Context: an optimization exercise on an open-source flow, tuned for small area. The choices shown serve that exercise and are no tape-out recipe.
Function was checked by simulation only, so behaviour that the tests miss may differ from the original.
No activity file was given, so power comes from the tool's default toggle rates.

== the baseline ==
==> flow/design.v <==
module tense_edges_ok (
    input  wire        s16,
    input  wire [63:0] item0,
    input  wire [63:0] item1,
    input  wire [63:0] item2,
    input  wire [63:0] item3,
    input  wire [63:0] item4,
    input  wire [63:0] item5,
    output wire        base_bad,
    output wire [3:0]  u_bad
);
    localparam LMIN = 1;    
    wire [31:0] period    = item0[31:0];
    wire        rz        = item0[33:32] != 2'b00;
    wire [31:0] data      = item1[63:32];
    wire [31:0] drv_on    = item1[31:0];
    wire [31:0] drv_off   = item2[63:32];
    wire [31:0] ret       = item2[31:0];
    wire [31:0] stb_close = item3[63:32];
    wire [31:0] stb_open  = item3[31:0];
    wire [31:0] udef [0:3];
    assign udef[0] = item4[31:0];
    assign udef[1] = item4[63:32];
    assign udef[2] = item5[31:0];
    assign udef[3] = item5[63:32];
    function automatic cy32(input [31:0] a, input [31:0] b, input ci);
        integer i;
        reg c;
        begin
            c = ci;
            for (i = 0; i < 32; i = i + 1)
                c = (a[i] & b[i]) | (c & (a[i] | b[i]));
            cy32 = c;
        end
    endfunction
    function automatic cy24(input [23:0] a, input [23:0] b);
        integer i;
        reg c;
        begin
            c = 1'b0;
            for (i = 0; i < 24; i = i + 1)
                c = (a[i] & b[i]) | (c & (a[i] | b[i]));
            cy24 = c;
        end
    endfunction
    function automatic [24:0] sub24(input [23:0] a, input [23:0] b);
        integer i;
        reg c;
        reg [23:0] r;
        begin
            c = 1'b1;
            for (i = 0; i < 24; i = i + 1) begin
                r[i] = a[i] ^ ~b[i] ^ c;
                c = (a[i] & ~b[i]) | (c & (a[i] | ~b[i]));
            end
            sub24 = {c, r};
        end
    endfunction
    function automatic [10:0] sub11(input [10:0] a, input [10:0] b);
        integer i;
        reg c;
        reg [10:0] r;
        begin
            c = 1'b1;
            for (i = 0; i < 11; i = i + 1) begin
                r[i] = a[i] ^ ~b[i] ^ c;
                c = (a[i] & ~b[i]) | (c & (a[i] | ~b[i]));
            end
            sub11 = r;
        end
    endfunction
    function automatic [3:0] dflags(input [10:0] d);
        reg z, p1, m1;
        begin
            z  = d == 11'd0;
            p1 = d == 11'd1;
            m1 = d == 11'h7FF;
            dflags = {d[10] | z | p1, d[10] | z, d[10], d[10] & ~m1};
        end
    endfunction
    wire r1 = (|period[31:12]) || (period[11] && !s16);
    wire [31:0] cs_t = stb_open ^ period ^ ~stb_close;
    wire [32:0] cs_u = {(stb_open & period) | (stb_open & ~stb_close) | (period & ~stb_close), 1'b0};
    wire win_ok = cs_u[32] | cy32(cs_t, cs_u[31:0], 1'b0);
    wire inv = cy32(data, ~drv_on, 1'b1) && (!rz || cy32(ret, ~data, 1'b0)) &&
               cy32(stb_close, ~stb_open, 1'b1) && win_ok;
    wire [31:0] x  = rz ? ret : data;
    wire [24:0] lx = sub24(x[23:0], period[23:0]);
    wire [24:0] lf = sub24(drv_off[23:0], period[23:0]);
    wire [24:0] ls = sub24(stb_open[23:0], {period[21:0], 2'b00});
    wire [3:0] fx = dflags(sub11({3'b000, x[31:24]},        {3'b000, period[31:24]}));
    wire [3:0] ff = dflags(sub11({3'b000, drv_off[31:24]},  {3'b000, period[31:24]}));
    wire [3:0] fs = dflags(sub11({3'b000, stb_open[31:24]}, {1'b0, period[31:22]}));
    wire on_big  = |drv_on[31:24];
    wire off_big = |drv_off[31:24];
    wire so_big  = |stb_open[31:24];
    wire pick_off = on_big | (~off_big & cy24(drv_on[23:0], ~drv_off[23:0]));    
    wire [23:0] m1 = pick_off ? drv_off[23:0] : drv_on[23:0];
    wire m1_big = on_big & off_big;
    wire pick_so = m1_big | (~so_big & cy24(m1, ~stb_open[23:0]));
    wire [23:0] m  = pick_so ? stb_open[23:0] : m1;
    wire m_big = m1_big & so_big;
    function automatic up_ok(input [3:0] f, input c, input ck, input s23);
        begin
            case ({s23, c, ck})
                3'b100:         up_ok = f[3];
                3'b101, 3'b110,
                3'b000:         up_ok = f[2];
                3'b111, 3'b001,
                3'b010:         up_ok = f[1];
                default:        up_ok = f[0];
            endcase
        end
    endfunction
    wire up0 = (lx[24] ? fx[1] : fx[2]) && (lf[24] ? ff[1] : ff[2]) && (ls[24] ? fs[1] : fs[2]);
    assign base_bad = !(r1 && inv && up0);
    genvar k;
    generate
        for (k = 0; k < 4; k = k + 1) begin : g_u
            wire [23:0] su  = udef[k][23:0];
            wire        s23 = udef[k][23];
            wire def_ok = udef[k][31:28] <= 4'hB && udef[k][27:24] == 4'h0;
            wire hi = up_ok(fx, lx[24], cy24(lx[23:0], su), s23) &&
                      up_ok(ff, lf[24], cy24(lf[23:0], su), s23) &&
                      up_ok(fs, ls[24], cy24(ls[23:0], su), s23);
            wire lo;
            if (LMIN) begin : g_lo1
                assign lo = ~s23 | m_big | cy24(m, su);
            end else begin : g_lo3
                assign lo = ~s23 | (((|drv_on[31:24])   | cy24(drv_on[23:0], su)) &
                                    ((|drv_off[31:24])  | cy24(drv_off[23:0], su)) &
                                    ((|stb_open[31:24]) | cy24(stb_open[23:0], su)));
            end
            assign u_bad[k] = !(def_ok && inv && lo && hi);
        end
    endgenerate
endmodule
module tense_check (
    input  wire        clk,
    input  wire        rst,         
    input  wire        in_valid,
    input  wire        s16,         
    input  wire [63:0] item0,
    input  wire [63:0] item1,
    input  wire [63:0] item2,
    input  wire [63:0] item3,
    input  wire [63:0] item4,
    input  wire [63:0] item5,
    output reg         out_valid,
    output wire        tense_valid,
    output reg         base_bad,
    output reg  [3:0]  u_bad
);
    wire base_bad_c;
    wire [3:0] u_bad_c;
    tense_edges_ok u_chk (
        .s16(s16), .item0(item0), .item1(item1), .item2(item2),
        .item3(item3), .item4(item4), .item5(item5),
        .base_bad(base_bad_c), .u_bad(u_bad_c)
    );
    reg       v_q;
    reg       bb_q;
    reg [3:0] ub_q;
    always @(posedge clk) begin
        if (rst) begin
            v_q       <= 1'b0;
            out_valid <= 1'b0;
        end else begin
            v_q       <= in_valid;
            out_valid <= v_q;
        end
        bb_q     <= base_bad_c;
        ub_q     <= u_bad_c;
        base_bad <= bb_q;
        u_bad    <= ub_q;
    end
    assign tense_valid = !base_bad && (u_bad == 4'b0000);
endmodule
clock: 15.0 ns
lec_check: 0
abc_area: 1
cap_margin: 20
core_margin: 2
core_utilization: 40
cts_buf_list: sky130_fd_sc_hd__clkbuf_2 sky130_fd_sc_hd__clkbuf_4
slew_margin: 20
standard.sh (not shown) runs the stock make flow with config.mk's settings and CLKGATE_MAP_FILE= SYNTH_SCRIPT=/design/flow/synth_recipe.tcl, a recipe that flattens the netlist after the stock synthesis.
==> flow/flow/run.sh <==
#!/bin/bash
# The standard layout (standard.sh), with two changes:
#  - synthesis maps with flow/abc_map.script, an area-oriented ABC script
#    (everything else in synth_recipe.tcl, the standard synthesis, is kept);
#  - buffer_ports puts the smallest buffer on each input and output port
#    instead of the delay-cell buffer it picks by default.
set -euo pipefail
W=$PWD
cat > $W/own_synth.tcl <<EOT
proc abc {args} {
  set i [lsearch -exact \$args -script]
  if {\$i >= 0} { set args [lreplace \$args \$i [expr {\$i + 1}] -script $W/flow/abc_map.script] }
  yosys abc {*}\$args
}
source $W/synth_recipe.tcl
EOT
bash standard.sh SYNTH_SCRIPT=$W/own_synth.tcl \
  BUFFER_PORTS_ARGS="-buffer_cell sky130_fd_sc_hd__buf_1" finish > standard_make.log 2>&1
==> flow/flow/abc_map.script <==
&get -n
&st
&syn3
&dch
&nf -p
&put
topo
The following lists how the candidate was set up differently from the baseline:
==> flow/design.v, changed modules only <==
module tense_edges_ok (
    input  wire        s16,
    input  wire [63:0] item0,
    input  wire [63:0] item1,
    input  wire [63:0] item2,
    input  wire [63:0] item3,
    input  wire [63:0] item4,
    input  wire [63:0] item5,
    output wire        base_bad,
    output wire [3:0]  u_bad
);
    localparam LMIN = 1;    
    wire [31:0] period    = item0[31:0];
    wire        rz        = item0[33:32] != 2'b00;
    wire [31:0] data      = item1[63:32];
    wire [31:0] drv_on    = item1[31:0];
    wire [31:0] drv_off   = item2[63:32];
    wire [31:0] ret       = item2[31:0];
    wire [31:0] stb_close = item3[63:32];
    wire [31:0] stb_open  = item3[31:0];
    wire [31:0] udef [0:3];
    assign udef[0] = item4[31:0];
    assign udef[1] = item4[63:32];
    assign udef[2] = item5[31:0];
    assign udef[3] = item5[63:32];
    function automatic cy32(input [31:0] a, input [31:0] b, input ci);
        integer i;
        reg c;
        begin
            c = ci;
            for (i = 0; i < 32; i = i + 1)
                c = (a[i] & b[i]) | (c & (a[i] | b[i]));
            cy32 = c;
        end
    endfunction
    function automatic cy24(input [23:0] a, input [23:0] b);
        integer i;
        reg c;
        begin
            c = 1'b0;
            for (i = 0; i < 24; i = i + 1)
                c = (a[i] & b[i]) | (c & (a[i] | b[i]));
            cy24 = c;
        end
    endfunction
    function automatic cy23(input [22:0] a, input [22:0] b);
        integer i;
        reg c;
        begin
            c = 1'b0;
            for (i = 0; i < 23; i = i + 1)
                c = (a[i] & b[i]) | (c & (a[i] | b[i]));
            cy23 = c;
        end
    endfunction
    function automatic [24:0] sub24(input [23:0] a, input [23:0] b);
        integer i;
        reg c;
        reg [23:0] r;
        begin
            c = 1'b1;
            for (i = 0; i < 24; i = i + 1) begin
                r[i] = a[i] ^ ~b[i] ^ c;
                c = (a[i] & ~b[i]) | (c & (a[i] | ~b[i]));
            end
            sub24 = {c, r};
        end
    endfunction
    function automatic [10:0] sub11(input [10:0] a, input [10:0] b);
        integer i;
        reg c;
        reg [10:0] r;
        begin
            c = 1'b1;
            for (i = 0; i < 11; i = i + 1) begin
                r[i] = a[i] ^ ~b[i] ^ c;
                c = (a[i] & ~b[i]) | (c & (a[i] | ~b[i]));
            end
            sub11 = r;
        end
    endfunction
    function automatic [3:0] dflags(input [10:0] d);
        reg z, p1, m1;
        begin
            z  = d == 11'd0;
            p1 = d == 11'd1;
            m1 = d == 11'h7FF;
            dflags = {d[10] | z | p1, d[10] | z, d[10], d[10] & ~m1};
        end
    endfunction
    wire r1 = (|period[31:12]) || (period[11] && !s16);
    wire [31:0] cs_t = stb_open ^ period ^ ~stb_close;
    wire [32:0] cs_u = {(stb_open & period) | (stb_open & ~stb_close) | (period & ~stb_close), 1'b0};
    wire win_ok = cs_u[32] | cy32(cs_t, cs_u[31:0], 1'b0);
    wire inv = cy32(data, ~drv_on, 1'b1) && (!rz || cy32(ret, ~data, 1'b0)) &&
               cy32(stb_close, ~stb_open, 1'b1) && win_ok;
    wire [31:0] x  = rz ? ret : data;
    wire [24:0] lx = sub24(x[23:0], period[23:0]);
    wire [24:0] lf = sub24(drv_off[23:0], period[23:0]);
    wire [24:0] ls = sub24(stb_open[23:0], {period[21:0], 2'b00});
    wire [3:0] fx = dflags(sub11({3'b000, x[31:24]},        {3'b000, period[31:24]}));
    wire [3:0] ff = dflags(sub11({3'b000, drv_off[31:24]},  {3'b000, period[31:24]}));
    wire [3:0] fs = dflags(sub11({3'b000, stb_open[31:24]}, {1'b0, period[31:22]}));
    wire on_big  = |drv_on[31:24];
    wire off_big = |drv_off[31:24];
    wire so_big  = |stb_open[31:24];
    wire pick_off = on_big | (~off_big & cy24(drv_on[23:0], ~drv_off[23:0]));    
    wire [23:0] m1 = pick_off ? drv_off[23:0] : drv_on[23:0];
    wire m1_big = on_big & off_big;
    wire pick_so = m1_big | (~so_big & cy24(m1, ~stb_open[23:0]));
    wire [23:0] m  = pick_so ? stb_open[23:0] : m1;
    wire m_big = m1_big & so_big;
    wire m_hi  = m_big | m[23];      
    function automatic [2:0] up_pre(input [3:0] f, input c);
        begin
            up_pre = c ? {f[2], f[1], f[0]} : {f[3], f[2], f[1]};    
        end
    endfunction
    function automatic [2:0] up_pre2(input [2:0] u, input d23);
        begin
            up_pre2 = {u[1], d23 ? u[1] : u[2], d23 ? u[0] : u[1]};
        end
    endfunction
    function automatic up_ok(input [2:0] p, input c23, input s23);
        begin
            up_ok = s23 ? (c23 ? p[2] : p[1]) : (c23 ? p[0] : p[2]);
        end
    endfunction
    wire [2:0] ux = up_pre2(up_pre(fx, lx[24]), lx[23]);
    wire [2:0] uf = up_pre2(up_pre(ff, lf[24]), lf[23]);
    wire [2:0] us = up_pre2(up_pre(fs, ls[24]), ls[23]);
    wire up0 = (lx[24] ? fx[1] : fx[2]) && (lf[24] ? ff[1] : ff[2]) && (ls[24] ? fs[1] : fs[2]);
    assign base_bad = !(r1 && inv && up0);
    genvar k;
    generate
        for (k = 0; k < 4; k = k + 1) begin : g_u
            wire [23:0] su  = udef[k][23:0];
            wire        s23 = udef[k][23];
            wire def_ok = udef[k][31:28] <= 4'hB && udef[k][27:24] == 4'h0;
            wire hi = up_ok(ux, cy23(lx[22:0], su[22:0]), s23) &&
                      up_ok(uf, cy23(lf[22:0], su[22:0]), s23) &&
                      up_ok(us, cy23(ls[22:0], su[22:0]), s23);
            wire lo;
            if (LMIN) begin : g_lo1
                assign lo = ~s23 | m_hi | cy23(m[22:0], su[22:0]);
            end else begin : g_lo3
                assign lo = ~s23 | (((|drv_on[31:24])   | cy24(drv_on[23:0], su)) &
                                    ((|drv_off[31:24])  | cy24(drv_off[23:0], su)) &
                                    ((|stb_open[31:24]) | cy24(stb_open[23:0], su)));
            end
            assign u_bad[k] = !(def_ok && inv && lo && hi);
        end
    endgenerate
endmodule
The candidate against the baseline; post-synthesis area per instance is down by a few percent. From the baseline to the candidate the numbers moved as follows: number of filler cells placed in the layout decreased 54, cell area went down by 2.8%, chip width decreased 0.59%, detailed-routed wire length on met2 down about 1.4%.


## run A
Starts from the design.v that is shown in full above.
Settings: LEC_CHECK=0, ABC_AREA=1, CAP_MARGIN=20, CORE_MARGIN=2, CORE_UTILIZATION=40, CTS_BUF_LIST=sky130_fd_sc_hd__clkbuf_2 sky130_fd_sc_hd__clkbuf_4, SLEW_MARGIN=20; clock period 15.0 ns.
==> flow/flow/abc_map.script <==
&get -n
&st
&syn2
&dch
&nf -p
&put
topo
Scripts as last shown in full above: flow/flow/run.sh
## Diff of input files: run E against run A
--- a/flow/design.v
+++ b/flow/design.v
@@ -91,15 +91,15 @@
     wire [3:0] fx = dflags(sub11({3'b000, x[31:24]},        {3'b000, period[31:24]}));
     wire [3:0] ff = dflags(sub11({3'b000, drv_off[31:24]},  {3'b000, period[31:24]}));
     wire [3:0] fs = dflags(sub11({3'b000, stb_open[31:24]}, {1'b0, period[31:22]}));
-    wire on_big  = |drv_on[31:24];
-    wire off_big = |drv_off[31:24];
-    wire so_big  = |stb_open[31:24];
-    wire pick_off = on_big | (~off_big & cy24(drv_on[23:0], ~drv_off[23:0]));    
-    wire [23:0] m1 = pick_off ? drv_off[23:0] : drv_on[23:0];
-    wire m1_big = on_big & off_big;
-    wire pick_so = m1_big | (~so_big & cy24(m1, ~stb_open[23:0]));
-    wire [23:0] m  = pick_so ? stb_open[23:0] : m1;
-    wire m_big = m1_big & so_big;
+    wire [31:0] m;
+    generate
+        if (LMIN) begin : g_min
+            wire [31:0] m1 = cy32(drv_on, ~drv_off, 1'b1) ? drv_off : drv_on;
+            assign m = cy32(m1, ~stb_open, 1'b1) ? stb_open : m1;
+        end else begin : g_nomin
+            assign m = 32'd0;
+        end
+    endgenerate
     function automatic up_ok(input [3:0] f, input c, input ck, input s23);
         begin
             case ({s23, c, ck})
@@ -125,7 +125,7 @@
                       up_ok(fs, ls[24], cy24(ls[23:0], su), s23);
             wire lo;
             if (LMIN) begin : g_lo1
-                assign lo = ~s23 | m_big | cy24(m, su);
+                assign lo = ~s23 | (|m[31:24]) | cy24(m[23:0], su);
             end else begin : g_lo3
                 assign lo = ~s23 | (((|drv_on[31:24])   | cy24(drv_on[23:0], su)) &
                                     ((|drv_off[31:24])  | cy24(drv_off[23:0], su)) &
Notes after the runs:
- Status | run A and run E | clean
- | share of the cycle needed by the critical path after routing | higher: run E |
- Compared with run A, run E shows slew of the pin with the lowest slew margin lower by 20 ps.
- Of the two values seen for start point of the critical path, item3[1] was produced by run E and item0[32] by run A.
- Total number of multi-input combinational cells sits higher in run E than in run A.
- Delta (run E minus run A): combinational fraction of design power up 1.4 points, number of filler cells placed in the layout level, total stage count of the critical path saw an increase, total die area increased 2.1%, sequential share of power saw a decrease.
- Compared with run A, in run E compound-gate portion of the synthesized area saw an increase, met2 track utilization from global routing has increased.

-- port drivers added, routing unchanged --
The flow's constraints put no driver on any port. The routed layouts listed below were extracted and timed again, unchanged, in two steps. Step 1: set_driving_cell puts a clkbuf_16 on clk and a buf_2 on each other input, an assumption about the parent block. Step 2 adds t to the input delays and takes it off the output delays; t is the mean of the earliest and latest rising clock arrival at the registers after step 1. Input paths then give back, and output paths get back, about the clock's delay inside the block. a / b / c = no drivers / after step 1 / after step 2; a / b = the first two.
run	t, ns	setup WS [ns]	latest minus earliest clock arrival (ns)	worst data-port slew with drivers (ns)	cell pins on the clock port's net
the baseline	0.284	0.293 / 0.296 / 0.011	0.021 / 0.021	0.10	1
the candidate	0.291	0.273 / 0.257 / -0.034	0.001 / 0.000	0.11	1
run A	0.288	0.431 / 0.430 / 0.141	0.001 / 0.001	0.09	1
run E	0.272	0.336 / 0.332 / 0.060	0.001 / 0.001	0.09	1
With both steps, setup timing fails in the candidate, where it was met with ideal ports. The setup slack of the candidate, which loses most, moves by -0.016 ns with the drivers and by -0.307 ns with both steps.
